What follows belongs to an exercise in optimizing a design on an open flow for small area, a short achievable clock period and few clock cycles; a production flow would make more cautious choices. Where RTL was checked, it was by simulation tests only, not by an equivalence proof against the original. No activity file was given, so power comes from the tool's default toggle rates.

==> job 3792 <==
Design fp8dot, start of the top module:
module fp8dot (
    input  wire        clk,
    input  wire        rst,           
    input  wire        in_valid,
    output wire        in_ready,
    input  wire        in_first,      
    input  wire        in_last,       
    input  wire [3:0]  in_mask,       
    input  wire        in_fmt_a,      
    input  wire        in_fmt_b,
    input  wire [31:0] in_a,          
    input  wire [31:0] in_b,
    input  wire [2:0]  in_out_fmt,    
    input  wire [10:0] in_scale,      
    output reg         out_valid,
    output reg  [31:0] out_data,      
    output reg         out_sat,       
    output wire [95:0] out_value,     
    output wire [2:0]  out_flags      
);
clock: 22.0 ns
lec_check: 0
cap_margin: 35
core_margin: 2
core_utilization: 55
place_density: 0.7
slew_margin: 35
setup_slack_margin: 16.5
buffer_ports_args: -buffer_cell sky130_fd_sc_hd__buf_2
standard.sh (not shown) runs the stock make flow with config.mk's settings and CLKGATE_MAP_FILE= SYNTH_SCRIPT=/design/flow/synth_recipe.tcl, a recipe that flattens the netlist after the stock synthesis.
==> flow/flow/run.sh <==
#!/bin/bash
# The standard layout, with ORFS's timing repair aimed below the clock
# period (extra setup margin) and plain buffers on the ports; the clock and
# constraints are unchanged.
set -e
cat >> config.mk <<'EOS'
export SETUP_SLACK_MARGIN = 16.5
export BUFFER_PORTS_ARGS = -buffer_cell sky130_fd_sc_hd__buf_2
EOS
bash standard.sh > standard.log 2>&1
==> inputs of job 8748, as changes to job 3792 <==
--- a/flow/design.v
+++ b/flow/design.v
@@ -38,78 +38,80 @@
     always @(posedge clk) begin
         acc_done <= acc_done_1;
         xfer_d1  <= xd1_1;
         xfer_d2  <= xd2_1;
         rdy      <= rst | ~blocked_3;
     end
     wire [3:0] l_nan, l_inf, l_sgn;
-    wire [3:0] l_siga [0:3];
-    wire [3:0] l_sigb [0:3];
-    wire [5:0] l_exp  [0:3];
     genvar i;
     generate
         for (i = 0; i < 4; i = i + 1) begin : g_lane
-            wire       sa, sb, za, zb, ia, ib, na, nb;
-            wire [4:0] ea, eb;
-            fp8dot_decode u_da (.fmt(in_fmt_a), .x(in_a[8*i +: 8]), .sign(sa), .sig(l_siga[i]),
-                                .exp(ea), .zero(za), .inf(ia), .nan(na));
-            fp8dot_decode u_db (.fmt(in_fmt_b), .x(in_b[8*i +: 8]), .sign(sb), .sig(l_sigb[i]),
-                                .exp(eb), .zero(zb), .inf(ib), .nan(nb));
-            assign l_exp[i]  = {1'b0, ea} + {1'b0, eb};
+            wire [7:0] xa = in_a[8*i +: 8];
+            wire [7:0] xb = in_b[8*i +: 8];
+            wire za = (xa[6:0] == 7'd0);
+            wire zb = (xb[6:0] == 7'd0);
+            wire ia = in_fmt_a & (xa[6:0] == 7'h7C);
+            wire ib = in_fmt_b & (xb[6:0] == 7'h7C);
+            wire na = in_fmt_a ? ((xa[6:2] == 5'd31) & (xa[1:0] != 2'd0)) : (xa[6:0] == 7'h7F);
+            wire nb = in_fmt_b ? ((xb[6:2] == 5'd31) & (xb[1:0] != 2'd0)) : (xb[6:0] == 7'h7F);
             assign l_nan[i]  = na | nb | (ia & zb) | (za & ib);
             assign l_inf[i]  = ia | ib;
-            assign l_sgn[i]  = (sa ^ sb) & ~za & ~zb;
+            assign l_sgn[i]  = (xa[7] ^ xb[7]) & ~za & ~zb;
         end
     endgenerate
     wire [3:0] on     = in_mask & {4{beat}};
     wire       b_nan  = |(on & l_nan);
     wire       b_pinf = |(on & l_inf & ~l_nan & ~l_sgn);
     wire       b_ninf = |(on & l_inf & ~l_nan &  l_sgn);
-    reg [3:0]  s1_sa [0:3];
-    reg [3:0]  s1_sb [0:3];
-    reg [5:0]  s1_e  [0:3];
+    reg [6:0]  s1_a [0:3];       
+    reg [6:0]  s1_b [0:3];
+    reg        s1_fa, s1_fb;
     reg [3:0]  s1_s;
-    reg        s1_beat;
     reg [2:0]  s1_flg;           
     reg [2:0]  s1_ofmt;
     reg [10:0] s1_scale;
     integer k;
     always @(posedge clk) begin
         for (k = 0; k < 4; k = k + 1) begin
-            s1_sa[k] <= on[k] ? l_siga[k] : 4'd0;
-            s1_sb[k] <= l_sigb[k];
-            s1_e[k]  <= l_exp[k];
+            s1_a[k] <= on[k] ? in_a[8*k +: 7] : 7'd0;
+            s1_b[k] <= in_b[8*k +: 7];
         end
+        s1_fa    <= in_fmt_a;
+        s1_fb    <= in_fmt_b;
         s1_s     <= on & l_sgn;
-        s1_beat  <= beat;
         s1_flg   <= {b_ninf, b_pinf, b_nan};
         s1_first <= beat & in_first;
         s1_last  <= s1_last_n;
         s1_ofmt  <= in_out_fmt;
         s1_scale <= in_scale;
     end
     reg [14:0] s2_c [0:3];
-    reg [2:0]  s2_h [0:3];
+    reg [7:0]  s2_oh [0:3];      
     reg [3:0]  s2_s;
     reg [2:0]  s2_flg;
     reg [2:0]  s2_ofmt;
     reg [10:0] s2_scale;
     reg        red_flag;
     wire       flagged = (|s1_flg) | (red_flag & ~s1_first);
     always @(posedge clk)
-        if (s1_beat) red_flag <= flagged;
+        red_flag <= flagged;
     wire [3:0] s1_use = s1_s & {4{~flagged}};
     generate
         for (i = 0; i < 4; i = i + 1) begin : g_mul
-            wire [7:0]  p = flagged ? 8'd0 : s1_sa[i] * s1_sb[i];
-            wire [2:0]  l = s1_e[i][2:0];
+            wire [3:0]  siga, sigb;
+            wire [4:0]  ea, eb;
+            fp8dot_decode u_da (.fmt(s1_fa), .x(s1_a[i]), .sig(siga), .exp(ea));
+            fp8dot_decode u_db (.fmt(s1_fb), .x(s1_b[i]), .sig(sigb), .exp(eb));
+            wire [5:0]  e = {1'b0, ea} + {1'b0, eb};
+            wire [7:0]  p = flagged ? 8'd0 : siga * sigb;
+            wire [2:0]  l = e[2:0];
             wire [14:0] c = ({7'd0, p} << l) ^ {15{s1_use[i]}};
             always @(posedge clk) begin
                 s2_c[i] <= c;
-                s2_h[i] <= s1_e[i][5:3];
+                s2_oh[i] <= 8'd1 << e[5:3];
             end
         end
     endgenerate
     always @(posedge clk) begin
         s2_s     <= s1_use;
         s2_flg   <= s1_flg;
         s2_first <= s1_first & ~rst;
@@ -120,15 +122,15 @@
     reg  [88:0] acc;
     reg  [2:0]  acc_flg;
     reg  [2:0]  h_ofmt;
     reg  [10:0] h_scale;
     wire [88:0] term [0:3];
     generate
         for (i = 0; i < 4; i = i + 1) begin : g_term
-            wire [7:0]  oh = 8'd1 << s2_h[i];
+            wire [7:0]  oh = s2_oh[i];
             wire        s  = s2_s[i];
             wire [14:0] c  = s2_c[i];
             genvar j;
             for (j = 0; j < 89; j = j + 1) begin : g_bit
                 localparam integer G = j >> 3;
                 localparam integer R = j & 7;
                 wire lo = (G <= 7) ? oh[G & 7] : 1'b0;
@@ -159,38 +161,38 @@
         end
     end
     wire        v_neg = acc[88];
     wire [87:0] lsd   = acc[88:1] ^ acc[87:0];
     wire [6:0]  w_msb;
     wire        w_any;
     fp8dot_msb u_msb (.x({40'd0, lsd}), .pos(w_msb), .any(w_any));
-    reg  [4:0]  mb;
-    reg  signed [11:0] emin32;
+    reg  [6:0]  m24;
+    reg  signed [11:0] nemin32, ksub;
     always @(*) begin
         case (h_ofmt)
-            3'd1:    begin mb = 5'd7;  emin32 = -12'sd94; end
-            3'd2:    begin mb = 5'd10; emin32 =  12'sd18; end
-            3'd3:    begin mb = 5'd3;  emin32 =  12'sd26; end
-            3'd4:    begin mb = 5'd2;  emin32 =  12'sd18; end
-            default: begin mb = 5'd23; emin32 = -12'sd94; end
+            3'd1:    begin m24 = 7'd17; nemin32 =  12'sd94; ksub = -12'sd77; end
+            3'd2:    begin m24 = 7'd14; nemin32 = -12'sd18; ksub =  12'sd32; end
+            3'd3:    begin m24 = 7'd21; nemin32 = -12'sd26; ksub =  12'sd47; end
+            3'd4:    begin m24 = 7'd22; nemin32 = -12'sd18; ksub =  12'sd40; end
+            default: begin m24 = 7'd1;  nemin32 =  12'sd94; ksub = -12'sd93; end
         endcase
     end
-    wire signed [11:0] thr    = emin32 - {h_scale[10], h_scale};
-    wire signed [11:0] tq     = thr - $signed({7'd0, mb});        
+    wire signed [11:0] sc     = {h_scale[10], h_scale};
+    wire signed [11:0] nthr   = sc + nemin32;        
+    wire signed [11:0] qv_s   = ksub - sc;           
     wire signed [11:0] msbw   = w_any ? $signed({5'd0, w_msb}) : -12'sd1;
-    wire signed [11:0] diff   = msbw - thr;
+    wire signed [11:0] diff   = msbw + nthr;         
     wire               normal = ~diff[11];
-    wire signed [11:0] qv_n   = msbw + 12'sd24 - $signed({7'd0, mb});
-    wire signed [11:0] qv_s   = tq + 12'sd24;
+    wire        [6:0]  qv_n   = w_any ? w_msb + m24 : m24 - 7'd1;
     wire        [6:0]  qs_s   = (qv_s > 12'sd127) ? 7'd127 : qv_s[6:0];
-    wire        [6:0]  qs     = normal ? qv_n[6:0] : qs_s;
-    wire        [8:0]  ebf    = ~normal ? 9'd0 : (diff > 12'sd511) ? 9'd511 : diff[8:0];
+    wire        [6:0]  qs     = normal ? qv_n : qs_s;
+    wire        [7:0]  ebf    = ~normal ? 8'd0 : (diff > 12'sd255) ? 8'd255 : diff[7:0];
     reg  [6:0]  r0_qs;
     reg         r0_neg, r0_zero;
-    reg  [8:0]  r0_ebf;
+    reg  [7:0]  r0_ebf;
     reg  [2:0]  r0_fmt;
     always @(posedge clk) begin
         r0_qs   <= qs;
         r0_neg  <= v_neg;
         r0_zero <= ~w_any & ~v_neg;
         r0_ebf  <= ebf;
         r0_fmt  <= h_ofmt;
@@ -209,15 +211,15 @@
     fp8dot_shr u_shr (.x({ov, 25'd0}), .sh(r0_qs), .y(shv), .sticky(stk));
     wire [24:0] mw   = shv ^ {25{r0_neg}};               
     wire        r_ge = ~stk & ~shv[0];                   
     wire        lt   = stk;
     wire        grd  = lt ? mw[0] : shv[0];
     reg  [23:0] r1_mant;
     reg         r1_inc, r1_neg, r1_zero;
-    reg  [8:0]  r1_ebf;
+    reg  [7:0]  r1_ebf;
     reg  [2:0]  r1_fmt;
     always @(posedge clk) begin
         r1_mant <= mw[24:1];
         r1_inc  <= (r0_neg & r_ge) | (grd & (lt | mw[1]));
         r1_neg  <= r0_neg;
         r1_zero <= r0_zero;
         r1_ebf  <= r0_ebf;
@@ -232,15 +234,15 @@
             3'd1:    top2 = {1'b0, mant[7]}  + {1'b0, inc & (&mant[6:0])};
             3'd2:    top2 = {1'b0, mant[10]} + {1'b0, inc & (&mant[9:0])};
             3'd3:    top2 = {1'b0, mant[3]}  + {1'b0, inc & (&mant[2:0])};
             3'd4:    top2 = {1'b0, mant[2]}  + {1'b0, inc & (&mant[1:0])};
             default: top2 = {1'b0, mant[23]} + {1'b0, inc & (&mant[22:0])};
         endcase
     end
-    wire [9:0] ef = {1'b0, r1_ebf} + {8'd0, top2};
+    wire [9:0] ef = {2'b0, r1_ebf} + {8'd0, top2};
     reg        ovf;
     reg [30:0] body, maxb, infb, nanb;
     reg        is8;
     always @(*) begin
         case (r1_fmt)
             3'd1: begin
                 ovf  = (ef >= 10'd255);
@@ -300,42 +302,34 @@
         out_data  <= rd;
         out_sat   <= rsat;
         out_valid <= ~rst & xfer_d2;
     end
 endmodule
 module fp8dot_decode (
     input  wire       fmt,    
-    input  wire [7:0] x,
-    output wire       sign,
+    input  wire [6:0] x,      
     output wire [3:0] sig,
-    output wire [4:0] exp,
-    output wire       zero,
-    output wire       inf,
-    output wire       nan
+    output wire [4:0] exp
 );
     wire [3:0] e4 = x[6:3];
     wire [2:0] m4 = x[2:0];
     wire [4:0] e5 = x[6:2];
     wire [1:0] m5 = x[1:0];
-    assign sign = x[7];
     assign sig  = fmt ? {1'b0, e5 != 5'd0, m5} : {e4 != 4'd0, m4};
     assign exp  = fmt ? ((e5 == 5'd0) ? 5'd0 : e5 - 5'd1)
                       : ((e4 == 4'd0) ? 5'd7 : {1'b0, e4} + 5'd6);
-    assign zero = (x[6:0] == 7'd0);
-    assign inf  = fmt & (e5 == 5'd31) & (m5 == 2'd0);
-    assign nan  = fmt ? ((e5 == 5'd31) & (m5 != 2'd0)) : (x[6:0] == 7'h7F);
 endmodule
 module fp8dot_add #(parameter integer N = 89) (
     input  wire [N-1:0] a,
     input  wire [N-1:0] b,
     input  wire         cin,
     output wire [N-1:0] s
 );
     localparam integer M  = N + 1;           
-    localparam integer LV = $clog2(M);
+    localparam integer LV = (M > 64) ? 7 : (M > 32) ? 6 : (M > 16) ? 5 : (M > 8) ? 4 : (M > 4) ? 3 : 2;
     wire [M*(LV+1)-1:0] g, p;
     assign g[M-1:0] = {a & b, cin};
     assign p[M-1:0] = {a ^ b, 1'b0};
     genvar l, n;
     generate
         for (l = 0; l < LV; l = l + 1) begin : lv
             for (n = 0; n < M; n = n + 1) begin : bt
==> flow/flow/run.sh (replaced) <==
#!/bin/bash
# The standard layout (standard.sh) with different settings: ORFS's
# timing repair aimed below the clock period (extra setup margin, worst
# path only), plain buf_2 port buffers and larger clock-tree sink
# clusters. The clock, constraints and synthesis are unchanged.
set -e
cat >> config.mk <<'EOS'
export SETUP_SLACK_MARGIN = 17
export BUFFER_PORTS_ARGS = -buffer_cell sky130_fd_sc_hd__buf_2
EOS
bash standard.sh > standard.log 2>&1
CORE_UTILIZATION = 50   (was 55)
CTS_CLUSTER_DIAMETER = 100   (was unset)
CTS_CLUSTER_SIZE = 20   (was unset)
PLACE_DENSITY = unset   (was 0.7)
SETUP_SLACK_MARGIN = 17   (was 16.5)
TNS_END_PERCENT = 0   (was unset)
==> notes <==
- Total power: job 8748 is lower than job 3792 (36%).
- Between job 8748 and job 3792, the lower synthesized cell count is in job 8748 (gap 2.0%, measured against job 3792).
- Against job 3792, the routed wire length of job 8748 is lower by 5.2%.
- Job 8748 finished clean. Job 3792 passed the timing, design-rule and antenna checks.
- Between job 3792 and job 8748, the lower via count is in job 8748 (gap 8.9%, measured against job 8748).
- Of job 8748 and job 3792, job 8748 has the higher die area (gap 10%, measured against job 3792).
- Between job 8748 and job 3792, the lower register-to-register slack is in job 8748 (gap 70 ps).
- Between job 3792 and job 8748, the lower clock skew is in job 8748 (gap 12 ps).
- Critical path depth is the same in job 3792 and job 8748.
- Of job 3792 and job 8748, job 3792 has the higher first-iteration DRC count (gap about 34%, measured against job 8748).
Testbench counts of job 8748, summed over its fixed seeds: cycles 61,386.
Function not checked in job 3792: the RTL went through the layout flow alone.

[afterwards: timing with drivers on the ports]
The results above use ideal ports. As a check the final layouts listed here were re-extracted and re-timed, cells and wires unchanged.
Step 1 (the two cells are an assumption about what drives the block):
set clk [get_ports {clk}]
set_driving_cell -lib_cell sky130_fd_sc_hd__clkbuf_16 $clk
set_driving_cell -lib_cell sky130_fd_sc_hd__buf_2 [delete_from_list [all_inputs] $clk]
Step 2 also shifts input and output timing later by t, the mid clock arrival at the registers, as if the neighbouring blocks saw the same clock.
Three values: no drivers, after step 1, after step 2; two values: the first two.
run | shift t [ns] | setup slack, ns | worst setup path at the end | latest minus earliest clock arrival (ns) | worst register clock-pin slew, ns
job 3792 | 0.691 | 16.133 / 16.065 / 15.694 | input to register | 0.036 / 0.037 | 0.07 / 0.07
job 8748 | 0.702 | 16.148 / 16.079 / 16.123 | input to register | 0.025 / 0.025 | 0.09 / 0.09
After both steps setup and hold are still met in every run listed. For job 3792, which loses most, drivers alone change the setup slack by -0.068 ns; drivers and shift together by -0.439 ns.
